Context: an optimization exercise on an open-source flow, tuned for small area. The choices shown serve that exercise and are no tape-out recipe. Function was checked by simulation only, so behaviour that the tests miss may differ from the original.

==> flow/design.v <==
module ecc_dec (
    input  wire         clk,
    input  wire         rst,
    input  wire         in_valid,
    input  wire [639:0] line_in,
    input  wire [45:0]  addr,
    output reg          out_valid,
    output reg  [511:0] data_out,
    output reg          err,
    output reg  [2:0]   kind,
    output reg  [3:0]   device,
    output reg  [7:0]   syn0,
    output reg  [7:0]   syn1,
    output reg  [7:0]   swmask
);
    function [7:0] xtime;
        input [7:0] b;
        xtime = {b[6:0], 1'b0} ^ (b[7] ? 8'h1D : 8'h00);
    endfunction
    function [79:0] checks;
        input [7:0] x, y;
        reg [103:0] w;
        begin
            w[7:0]  = x;
            w[15:8] = y;
            w[16] = w[7] ^ w[15];
            w[17] = w[4] ^ w[14];
            w[18] = w[5] ^ w[9];
            w[19] = w[7] ^ w[9];
            w[20] = w[3] ^ w[19];
            w[21] = w[5] ^ w[14];
            w[22] = w[4] ^ w[13];
            w[23] = w[6] ^ w[8];
            w[24] = w[4] ^ w[12];
            w[25] = w[0] ^ w[9];
            w[26] = w[6] ^ w[14];
            w[27] = w[5] ^ w[8];
            w[28] = w[5] ^ w[15];
            w[29] = w[7] ^ w[8];
            w[30] = w[4] ^ w[8];
            w[31] = w[3] ^ w[11];
            w[32] = w[2] ^ w[10];
            w[33] = w[6] ^ w[9];
            w[34] = w[5] ^ w[13];
            w[35] = w[4] ^ w[15];
            w[36] = w[26] ^ w[28];
            w[37] = w[10] ^ w[29];
            w[38] = w[4] ^ w[9];
            w[39] = w[0] ^ w[8];
            w[40] = w[10] ^ w[30];
            w[41] = w[1] ^ w[9];
            w[42] = w[10] ^ w[39];
            w[43] = w[10] ^ w[27];
            w[44] = w[3] ^ w[16];
            w[45] = w[10] ^ w[23];
            w[46] = w[3] ^ w[29];
            w[47] = w[34] ^ w[44];
            w[48] = w[3] ^ w[37];
            w[49] = w[21] ^ w[46];
            w[50] = w[36] ^ w[40];
            w[51] = w[41] ^ w[42];
            w[52] = w[36] ^ w[37];
            w[53] = w[25] ^ w[47];
            w[54] = w[51] ^ w[52];
            w[55] = w[42] ^ w[49];
            w[56] = w[8] ^ w[11];
            w[57] = w[25] ^ w[56];
            w[58] = w[51] ^ w[56];
            w[59] = w[33] ^ w[56];
            w[60] = w[20] ^ w[56];
            w[61] = w[19] ^ w[56];
            w[62] = w[38] ^ w[56];
            w[63] = w[2] ^ w[56];
            w[64] = w[18] ^ w[56];
            w[65] = w[10] ^ w[12];
            w[66] = w[18] ^ w[65];
            w[67] = w[33] ^ w[65];
            w[68] = w[19] ^ w[65];
            w[69] = w[38] ^ w[65];
            w[70] = w[41] ^ w[65];
            w[71] = w[25] ^ w[65];
            w[72] = w[32] ^ w[67];
            w[73] = w[20] ^ w[65];
            w[74] = w[52] ^ w[71];
            w[75] = w[2] ^ w[6];
            w[76] = w[29] ^ w[75];
            w[77] = w[19] ^ w[75];
            w[78] = w[16] ^ w[75];
            w[79] = w[61] ^ w[75];
            w[80] = w[22] ^ w[78];
            w[81] = w[17] ^ w[76];
            w[82] = w[37] ^ w[75];
            w[83] = w[37] ^ w[81];
            w[84] = w[19] ^ w[80];
            w[85] = w[72] ^ w[81];
            w[86] = w[13] ^ w[43];
            w[87] = w[3] ^ w[86];
            w[88] = w[20] ^ w[86];
            w[89] = w[31] ^ w[86];
            w[90] = w[6] ^ w[57];
            w[91] = w[86] ^ w[90];
            w[92] = w[81] ^ w[90];
            w[93] = w[1] ^ w[16];
            w[94] = w[59] ^ w[93];
            w[95] = w[36] ^ w[94];
            w[96] = w[17] ^ w[93];
            w[97] = w[0] ^ w[70];
            w[98] = w[31] ^ w[97];
            w[99] = w[3] ^ w[97];
            w[100] = w[1] ^ w[34];
            w[101] = w[31] ^ w[100];
            w[102] = w[97] ^ w[101];
            w[103] = w[37] ^ w[100];
            checks[0 +: 8] = {w[41], w[39], w[34], w[32], w[31], w[26], w[24], w[16]};
            checks[8 +: 8] = {w[99], w[63], w[51], w[36], w[29], w[25], w[22], w[21]};
            checks[16 +: 8] = {w[72], w[58], w[47], w[42], w[28], w[23], w[19], w[17]};
            checks[24 +: 8] = {w[80], w[70], w[57], w[49], w[37], w[35], w[33], w[27]};
            checks[32 +: 8] = {w[103], w[81], w[71], w[61], w[45], w[44], w[30], w[18]};
            checks[40 +: 8] = {w[102], w[95], w[78], w[68], w[59], w[46], w[43], w[38]};
            checks[48 +: 8] = {w[94], w[92], w[87], w[76], w[67], w[64], w[40], w[20]};
            checks[56 +: 8] = {w[101], w[85], w[77], w[74], w[66], w[62], w[53], w[48]};
            checks[64 +: 8] = {w[98], w[88], w[84], w[82], w[69], w[60], w[55], w[52]};
            checks[72 +: 8] = {w[96], w[91], w[89], w[83], w[79], w[73], w[54], w[50]};
        end
    endfunction
    wire [63:0] ad = {18'd0, addr};
    reg [63:0]  s0, s1;
    reg [7:0]   acc;
    reg [79:0]  chk;
    reg [79:0]  z;          
    reg [7:0]   clean;
    reg [9:0]   rest_name;  
    reg [9:0]   dc_c;
    reg         mark0, mk_c;
    reg [7:0]   syn1_c;
    reg         found;
    reg [511:0] data_c;
    integer j, k;
    always @(*) begin
        for (j = 0; j < 8; j = j + 1) begin
            s0[8*j +: 8] = ad[8*j +: 8];
            acc = 8'h00;
            for (k = 9; k >= 0; k = k - 1) begin
                s0[8*j +: 8] = s0[8*j +: 8] ^ line_in[8*(10*j+k) +: 8];
                acc = xtime(acc) ^ line_in[8*(10*j+k) +: 8];
            end
            s1[8*j +: 8] = acc;
            clean[j] = ~|{s0[8*j +: 8], s1[8*j +: 8]};
            chk = checks(s0[8*j +: 8], s1[8*j +: 8]);
            for (k = 0; k < 10; k = k + 1)
                z[10*j+k] = ~|chk[8*k +: 8];
            for (k = 0; k < 8; k = k + 1)
                data_c[8*(8*j+k) +: 8] = line_in[8*(10*j+k) +: 8];
        end
        mark0 = (s0[7:0] == 8'h00) && (s1[7:0] >= 8'd1) && (s1[7:0] <= 8'd5);
        for (k = 0; k < 10; k = k + 1) begin
            rest_name[k] = 1'b1;
            for (j = 1; j < 8; j = j + 1)
                rest_name[k] = rest_name[k] & z[10*j+k];
            dc_c[k] = rest_name[k] & (z[k] | mark0);
        end
        mk_c = mark0 && (|rest_name);
        syn1_c = 8'h00;
        found  = 1'b0;
        for (j = 0; j < 8; j = j + 1) begin
            if (!found) syn1_c = s1[8*j +: 8];
            found = found | !clean[j];
        end
    end
    reg [511:0] data_r;
    reg [63:0]  s0_r;
    reg [9:0]   dc_r;
    reg         mk_r;
    reg [7:0]   swmask_r, syn1_r;
    always @(posedge clk) begin
        if (rst) out_valid <= 1'b0;
        else     out_valid <= in_valid;
        data_r   <= data_c;
        s0_r     <= s0;
        dc_r     <= dc_c;
        mk_r     <= mk_c;
        swmask_r <= ~clean;
        syn1_r   <= syn1_c;
    end
    reg       found_r;
    reg [3:0] dev_enc;
    always @(*) begin
        for (j = 0; j < 8; j = j + 1)
            for (k = 0; k < 8; k = k + 1)
                data_out[8*(8*j+k) +: 8] = data_r[8*(8*j+k) +: 8] ^ (dc_r[k] ? s0_r[8*j +: 8] : 8'h00);
        err = |swmask_r;
        dev_enc = 4'd0;
        for (k = 0; k < 10; k = k + 1)
            if (dc_r[k]) dev_enc = dev_enc | k[3:0];
        device = (err && !mk_r) ? dev_enc : 4'd0;
        if (mk_r)                    kind = syn1_r[2:0] + 3'd1;
        else if (err && ~|dc_r)      kind = 3'd1;
        else                         kind = 3'd0;
        syn0    = 8'h00;
        found_r = 1'b0;
        for (j = 0; j < 8; j = j + 1) begin
            if (!found_r) syn0 = s0_r[8*j +: 8];
            found_r = found_r | swmask_r[j];
        end
        syn1   = syn1_r;
        swmask = swmask_r;
    end
endmodule
==> flow/config.mk <==
export PLATFORM = sky130hd
export DESIGN_NAME = ecc_dec
export DESIGN_NICKNAME = ecc_dec
export VERILOG_FILES = /design/flow/design.v
export SDC_FILE = /design/flow/constraint.sdc
export NUM_CORES = 4
export LEC_CHECK = 0
export CAP_MARGIN = 20
export CORE_AREA = 2 2 288 288
export CTS_CLUSTER_DIAMETER = 150
export CTS_CLUSTER_SIZE = 25
export DIE_AREA = 0 0 290 290
export PLACE_DENSITY = 0.7
export SLEW_MARGIN = 20
==> flow/constraint.sdc <==
create_clock -name core_clock -period 6.0 [get_ports {clk}]
set_input_delay 1.2000 -clock core_clock [delete_from_list [all_inputs] [get_ports {clk}]]
set_output_delay 1.2000 -clock core_clock [all_outputs]
set_load 0.01 [all_outputs]
standard.sh (not shown) runs the stock make flow with config.mk's settings and CLKGATE_MAP_FILE= SYNTH_SCRIPT=/design/flow/synth_recipe.tcl, a recipe that flattens the netlist after the stock synthesis.
==> flow/flow/run.sh <==
#!/bin/bash
# The standard layout (standard.sh) with these changes:
# - synthesis: the standard script, but abc maps with flow/map.abc (an
#   area-oriented mapping that keeps the design's xor structure) instead of
#   ORFS's speed script; flip-flops are mapped as in the standard synthesis
# - the 3-input xor/xnor cells are left out (two 2-input cells are smaller)
# - the port buffers are buf_1 cells (the resizer upsizes those on critical
#   paths) and the pins may sit one track apart, for a smaller die
export BUFFER_PORTS_ARGS="-buffer_cell sky130_fd_sc_hd__buf_1"
export PLACE_PINS_ARGS="-min_distance 1 -min_distance_in_tracks"
export ABC_SCRIPT_FILE=$PWD/flow/map.abc
bash standard.sh "DONT_USE_CELLS=sky130_fd_sc_hd__probe_p_8 sky130_fd_sc_hd__probec_p_8 sky130_fd_sc_hd__lpflow_bleeder_1 sky130_fd_sc_hd__lpflow_clkbufkapwr_1 sky130_fd_sc_hd__lpflow_clkbufkapwr_16 sky130_fd_sc_hd__lpflow_clkbufkapwr_2 sky130_fd_sc_hd__lpflow_clkbufkapwr_4 sky130_fd_sc_hd__lpflow_clkbufkapwr_8 sky130_fd_sc_hd__lpflow_clkinvkapwr_1 sky130_fd_sc_hd__lpflow_clkinvkapwr_16 sky130_fd_sc_hd__lpflow_clkinvkapwr_2 sky130_fd_sc_hd__lpflow_clkinvkapwr_4 sky130_fd_sc_hd__lpflow_clkinvkapwr_8 sky130_fd_sc_hd__lpflow_decapkapwr_12 sky130_fd_sc_hd__lpflow_decapkapwr_3 sky130_fd_sc_hd__lpflow_decapkapwr_4 sky130_fd_sc_hd__lpflow_decapkapwr_6 sky130_fd_sc_hd__lpflow_decapkapwr_8 sky130_fd_sc_hd__lpflow_inputiso0n_1 sky130_fd_sc_hd__lpflow_inputiso0p_1 sky130_fd_sc_hd__lpflow_inputiso1n_1 sky130_fd_sc_hd__lpflow_inputiso1p_1 sky130_fd_sc_hd__lpflow_inputisolatch_1 sky130_fd_sc_hd__lpflow_isobufsrc_1 sky130_fd_sc_hd__lpflow_isobufsrc_16 sky130_fd_sc_hd__lpflow_isobufsrc_2 sky130_fd_sc_hd__lpflow_isobufsrc_4 sky130_fd_sc_hd__lpflow_isobufsrc_8 sky130_fd_sc_hd__lpflow_isobufsrckapwr_16 sky130_fd_sc_hd__lpflow_lsbuf_lh_hl_isowell_tap_1 sky130_fd_sc_hd__lpflow_lsbuf_lh_hl_isowell_tap_2 sky130_fd_sc_hd__lpflow_lsbuf_lh_hl_isowell_tap_4 sky130_fd_sc_hd__lpflow_lsbuf_lh_isowell_4 sky130_fd_sc_hd__lpflow_lsbuf_lh_isowell_tap_1 sky130_fd_sc_hd__lpflow_lsbuf_lh_isowell_tap_2 sky130_fd_sc_hd__lpflow_lsbuf_lh_isowell_tap_4 sky130_fd_sc_hd__xor3_1 sky130_fd_sc_hd__xor3_2 sky130_fd_sc_hd__xor3_4 sky130_fd_sc_hd__xnor3_1 sky130_fd_sc_hd__xnor3_2 sky130_fd_sc_hd__xnor3_4" SYNTH_SCRIPT=$PWD/flow/synth.tcl finish > standard.log 2>&1
Other scripts of this flow, unchanged in this note and not shown: flow/flow/map.abc, flow/flow/synth.tcl
Next try:
--- a/flow/design.v
+++ b/flow/design.v
@@ -130,9 +130,9 @@
     reg [79:0]  z;          
     reg [7:0]   clean;
     reg [9:0]   rest_name;  
     reg [9:0]   dc_c;
-    reg         mark0, mk_c;
+    reg         mark0;
     reg [7:0]   syn1_c;
     reg         found;
     reg [511:0] data_c;
     integer j, k;
@@ -158,9 +158,8 @@
             for (j = 1; j < 8; j = j + 1)
                 rest_name[k] = rest_name[k] & z[10*j+k];
             dc_c[k] = rest_name[k] & (z[k] | mark0);
         end
-        mk_c = mark0 && (|rest_name);
         syn1_c = 8'h00;
         found  = 1'b0;
         for (j = 0; j < 8; j = j + 1) begin
             if (!found) syn1_c = s1[8*j +: 8];
@@ -169,32 +168,33 @@
     end
     reg [511:0] data_r;
     reg [63:0]  s0_r;
     reg [9:0]   dc_r;
-    reg         mk_r;
+    reg         mark0_r;
     reg [7:0]   swmask_r, syn1_r;
     always @(posedge clk) begin
         if (rst) out_valid <= 1'b0;
         else     out_valid <= in_valid;
         data_r   <= data_c;
         s0_r     <= s0;
         dc_r     <= dc_c;
-        mk_r     <= mk_c;
+        mark0_r  <= mark0;
         swmask_r <= ~clean;
         syn1_r   <= syn1_c;
     end
-    reg       found_r;
+    reg       found_r, mk;
     reg [3:0] dev_enc;
     always @(*) begin
         for (j = 0; j < 8; j = j + 1)
             for (k = 0; k < 8; k = k + 1)
                 data_out[8*(8*j+k) +: 8] = data_r[8*(8*j+k) +: 8] ^ (dc_r[k] ? s0_r[8*j +: 8] : 8'h00);
         err = |swmask_r;
+        mk = mark0_r && (|dc_r);
         dev_enc = 4'd0;
         for (k = 0; k < 10; k = k + 1)
             if (dc_r[k]) dev_enc = dev_enc | k[3:0];
-        device = (err && !mk_r) ? dev_enc : 4'd0;
-        if (mk_r)                    kind = syn1_r[2:0] + 3'd1;
+        device = (err && !mk) ? dev_enc : 4'd0;
+        if (mk)                      kind = syn1_r[2:0] + 3'd1;
         else if (err && ~|dc_r)      kind = 3'd1;
         else                         kind = 3'd0;
         syn0    = 8'h00;
         found_r = 1'b0;
=>
- The changed run completed without violations
- count of clock-buffer cells in the layout climbs by 2
- area after synthesis stays flat
- cell count barely changes
- die area is unchanged
- setup slack improved by 0.28 ns
- wire length rose by 6.9%
- via count rises by 2.0%
- final area barely changes

[what the ideal ports hide]
Ports are ideal in the flow. The routed layouts listed here were re-timed in OpenROAD. Step 1: set_driving_cell puts a clkbuf_16 on clk and a buf_2 on each other input, an assumption about the parent block. Step 2 adds t to the input delays and takes it off the output delays; t is the mean of the earliest and latest rising clock arrival at the registers after step 1. Input paths then give back, and output paths get back, about the clock's delay inside the block. Three values: no drivers, after step 1, after step 2; two values: the first two.
run | shift t [ns] | setup WS [ns] | worst data-port slew with drivers (ns) | cell pins on the clock port's net
the first run | 0.716 | 0.251 / 0.294 / -0.422 | 0.16 | 1
the second run | 0.731 | 0.527 / 0.547 / -0.184 | 0.11 | 1
Met with ideal ports but missed after step 2: setup timing in the first run and the second run. The setup slack of the second run, which loses most, moves by +0.020 ns with the drivers and by -0.711 ns with both steps.
